This is an optimization exercise on Yosys and OpenROAD, whose aim is small area and a short achievable clock period, not a production implementation.
In this exercise RTL edits were held to simulation tests only and were not proved equivalent to the original.
Power figures rest on the tool's default switching activity, not on a simulated workload.

// ecc_rmw
module ecc_rmw (
    input  wire        clk,
    input  wire        rst,           
    input  wire        in_valid,
    input  wire [71:0] in_rd_cw,      
    input  wire [63:0] in_wdata,      
    input  wire [7:0]  in_wmask,      
    input  wire [7:0]  in_wpar,       
    output reg         out_valid,
    output reg  [63:0] out_rdata,     
    output reg  [7:0]  out_rpar,      
    output reg  [7:0]  out_syndrome,  
    output reg         out_sbe,       
    output reg         out_ded,       
    output reg  [71:0] out_wr_cw,     
    output reg         out_poison     
);
==> flow/config.mk <==
export PLATFORM = sky130hd
export DESIGN_NAME = ecc_rmw
export DESIGN_NICKNAME = ecc_rmw
export VERILOG_FILES = /design/flow/design.v
export SDC_FILE = /design/flow/constraint.sdc
export NUM_CORES = 4
export LEC_CHECK = 0
export ABC_AREA = 1
export CAP_MARGIN = 20
export CORE_MARGIN = 2
export CORE_UTILIZATION = 40
export SETUP_SLACK_MARGIN = 3.1
export SLEW_MARGIN = 20
==> flow/constraint.sdc <==
create_clock -name core_clock -period 5.5 [get_ports {clk}]
set_input_delay 1.1000 -clock core_clock [delete_from_list [all_inputs] [get_ports {clk}]]
set_output_delay 1.1000 -clock core_clock [all_outputs]
set_load 0.01 [all_outputs]
standard.sh (not shown) runs the stock make flow with config.mk's settings and CLKGATE_MAP_FILE= SYNTH_SCRIPT=/design/flow/synth_recipe.tcl, a recipe that flattens the netlist after the stock synthesis.
==> flow/flow/run.sh <==
#!/bin/bash
# Standard layout with plain port buffers (buf_2 on inputs, buf_1 on outputs)
# and no CTS dummy loads.
set -euo pipefail
here=$(pwd)
export BUFFER_PORTS_ARGS="-inputs -buffer_cell sky130_fd_sc_hd__buf_2"
export POST_GLOBAL_PLACE_TCL="$here/flow/out_buffers.tcl"
export CTS_ARGS="-sink_clustering_enable -repair_clock_nets -dont_use_dummy_load"
bash standard.sh > standard.log 2>&1
==> flow/flow/out_buffers.tcl <==
buffer_ports -outputs -buffer_cell sky130_fd_sc_hd__buf_1
The first run went through all stages and came out clean.
Edit:
==> flow/flow/run.sh (replaced) <==
#!/bin/bash
# Standard layout with plain port buffers, no CTS dummy loads.
set -euo pipefail
export BUFFER_PORTS_ARGS="-buffer_cell sky130_fd_sc_hd__buf_2"
export CTS_ARGS="-sink_clustering_enable -repair_clock_nets -dont_use_dummy_load"
bash standard.sh > standard.log 2>&1
Settings changed: CORE_UTILIZATION 40 to 65, SETUP_SLACK_MARGIN 3.1 to 3.25.
removed: flow/flow/out_buffers.tcl
The new run went through all stages and came out clean; total power rose by 2.1%; setup slack got worse by 73 ps; critical path depth fell by 3; utilization rose by 33 points; count of clock-buffer cells in the layout fell by 2; sequential cell count is unchanged.
Edit:
Settings changed: CORE_UTILIZATION 65 to 40, SETUP_SLACK_MARGIN 3.25 to 3.2.
Result:
- routed wire length shrinks by 3.4%
- total power grows by 0.96%
- worst setup slack gets better by 160 ps
- synthesized cell count is unchanged
- final cell count grows by 7.4%
- final area grows by 0.54%
- via count shrinks by 9.4%
- die area grows by 61%
- first-iteration DRC count shrinks by 56%
- global-route usage shrinks by 14 points
Edit:
Settings changed: SETUP_SLACK_MARGIN 3.2 to 3.25.
Effect: Non-clock buffer count increases by 3; via count grows slightly; cell area came out higher slightly; worst setup slack improves by 57 ps; wire length is higher slightly; count of clock-buffer cells in the layout drops by 3; combinational power rises by a few percent; clock power shrinks by a few percent; sequential power is about the same; worst hold slack got worse by 3.6 ps; cell count stays flat.
Edit:
Settings changed: ABC_AREA 1 to unset.
Flip-flop and latch count is unchanged.
Clock power rose by about 7%.
Sequential share of layout area rose by 0.96 points.
Routed wire length fell by about 11%.
Final area fell by 2.9%.
Edit:
Settings changed: ABC_AREA set to 1, SETUP_SLACK_MARGIN 3.25 to 3.1.
Worst setup slack is better by 40 ps.
Design area drops by about 1.7%.
Synthesized area climbs by about 6%.
Utilization drops by 3.9 points.
Sequential cell count stays the same.
Synthesized cell count climbs by about 50%.
Via count climbs by about 24%.
Final cell count climbs by 28%.
Power drops by about 15%.
Combinational power drops by about 30%.
Count of clock-buffer cells in the layout drops by 3.


Another version of the RTL of ecc_rmw (not shown whole).
Size: ~1600 cells after synthesis, about 300 flip-flops, ~310 I/O pins, ~14000 sq um of cells after synthesis.
Settings: LEC_CHECK=0, ABC_AREA=1, CAP_MARGIN=20, CORE_MARGIN=2, CORE_UTILIZATION=40, SETUP_SLACK_MARGIN=3.35, SLEW_MARGIN=20; clock period 5.5 ns.
==> flow/flow/run.sh <==
#!/bin/bash
# Standard layout with plain port buffers, no CTS dummy loads.
set -euo pipefail
export BUFFER_PORTS_ARGS="-buffer_cell sky130_fd_sc_hd__buf_2"
export CTS_ARGS="-sink_clustering_enable -repair_clock_nets -dont_use_dummy_load"
bash standard.sh > standard.log 2>&1
Next try:
==> flow/flow/run.sh (replaced) <==
#!/bin/bash
# Standard layout with plain port buffers, no CTS dummy loads.
set -euo pipefail
export BUFFER_PORTS_ARGS="-buffer_cell sky130_fd_sc_hd__buf_1"
export CTS_ARGS="-sink_clustering_enable -repair_clock_nets -dont_use_dummy_load"
bash standard.sh > standard.log 2>&1
- SETUP_SLACK_MARGIN: 3.35 -> 3.25
=> The changed run finished clean; routed wire length goes down by 2.4%; area after synthesis is unchanged; setup slack degrades by 92 ps; die area is unchanged.
Next try:
- SETUP_SLACK_MARGIN: 3.25 -> 3.2
Effect: Power came out lower by 0.58%; maximum frequency came out lower by 3.6%; sequential power stays flat; routed wire length barely changes; sequential share of layout area hardly moves; final area came out lower by 0.45%; via count came out lower by 0.75%; hold slack stays flat.


== the previous run ==
Starting RTL as in the previous note.
==> flow/design.v (excerpt) <==
module ecc_rmw (
    input  wire        clk,
    input  wire        rst,           
    input  wire        in_valid,
    input  wire [71:0] in_rd_cw,      
    input  wire [63:0] in_wdata,      
    input  wire [7:0]  in_wmask,      
    input  wire [7:0]  in_wpar,       
    output reg         out_valid,
    output reg  [63:0] out_rdata,     
    output reg  [7:0]  out_rpar,      
    output reg  [7:0]  out_syndrome,  
    output reg         out_sbe,       
    output reg         out_ded,       
    output reg  [71:0] out_wr_cw,     
    output reg         out_poison     
);
export LEC_CHECK = 0
export ABC_AREA = 1
export CAP_MARGIN = 20
export CORE_MARGIN = 2
export CORE_UTILIZATION = 40
export SETUP_SLACK_MARGIN = 3.2
export SLEW_MARGIN = 20
create_clock -name core_clock -period 5.5 [get_ports {clk}]
==> flow/flow/run.sh <==
#!/bin/bash
# Standard layout with plain port buffers, no CTS dummy loads.
set -euo pipefail
export BUFFER_PORTS_ARGS="-buffer_cell sky130_fd_sc_hd__buf_2"
export CTS_ARGS="-sink_clustering_enable -repair_clock_nets -dont_use_dummy_load"
bash standard.sh > standard.log 2>&1
The previous run: all stages complete, timing, DRC and antenna checks passed
For the current run, these inputs were changed with respect to the previous run:
--- a/flow/flow/run.sh
+++ b/flow/flow/run.sh
@@ -5 +4,0 @@
-export CTS_ARGS="-sink_clustering_enable -repair_clock_nets -dont_use_dummy_load"
### Flow results
- On the current run: final cell count is 1.3% higher than what the previous run gave.
- | net switching power | the current run vs the previous run | about 4% higher |
- Summary of the current run over the previous run: net count after synthesis shows no meaningful change; part of the total power dissipated in combinational logic -1.8 points; worst hold slack essentially unchanged; clock buffer count from CTS did not really move.
- In the current run the sequential share of power turned out 2.4 points lower than in the previous run.
- Delta (the current run minus the previous run): worst setup slack went down by 44 ps, largest voltage drop on the vdd net went down by 2.5%, signed area change from the synthesized netlist to the final layout went up by 2.3 points.

-- afterwards: timing with drivers on the ports --
In the flow no input, the clock included, has a driving cell. The finished layouts below were timed again as built, in two steps. Step 1: set_driving_cell puts a clkbuf_16 on clk and a buf_2 on each other input, an assumption about the parent block. Step 2 moves the port delays by t, midway between the first and last clock arrival at a register: inputs arrive t later, outputs are due t later. That takes back most of the time a late clock gives input paths. a / b / c = no drivers / after step 1 / after step 2; a / b = the first two.
| run | t, ns | setup slack, ns | worst data-port slew with drivers (ns) |
|---|---|---|---|
| the first run of note 1 | 0.620 | 3.174 / 3.174 / 2.602 | 0.06 |
| the second run of note 1 | 0.585 | 3.101 / 3.101 / 2.787 | 0.07 |
| the third run of note 1 | 0.566 | 3.260 / 3.260 / 2.786 | 0.07 |
| the fourth run of note 1 | 0.613 | 3.316 / 3.285 / 2.741 | 0.08 |
| the fifth run of note 1 | 0.554 | 3.126 / 3.126 / 2.803 | 0.07 |
| the sixth run of note 1 | 0.606 | 3.167 / 3.200 / 2.594 | 0.05 |
| the first run of note 2 | 0.611 | 3.362 / 3.307 / 2.804 | 0.04 |
| the second run of note 2 | 0.610 | 3.270 / 3.230 / 2.691 | 0.07 |
| the third run of note 2 | 0.614 | 3.186 / 3.214 / 2.602 | 0.08 |
| the previous run | 0.607 | 3.290 / 3.242 / 2.714 | 0.06 |
| the current run | 0.609 | 3.246 / 3.247 / 2.672 | 0.07 |
After both steps every run listed still meets setup and hold. For the third run of note 2, which loses most, drivers alone change the setup slack by +0.028 ns; drivers and shift together by -0.584 ns.
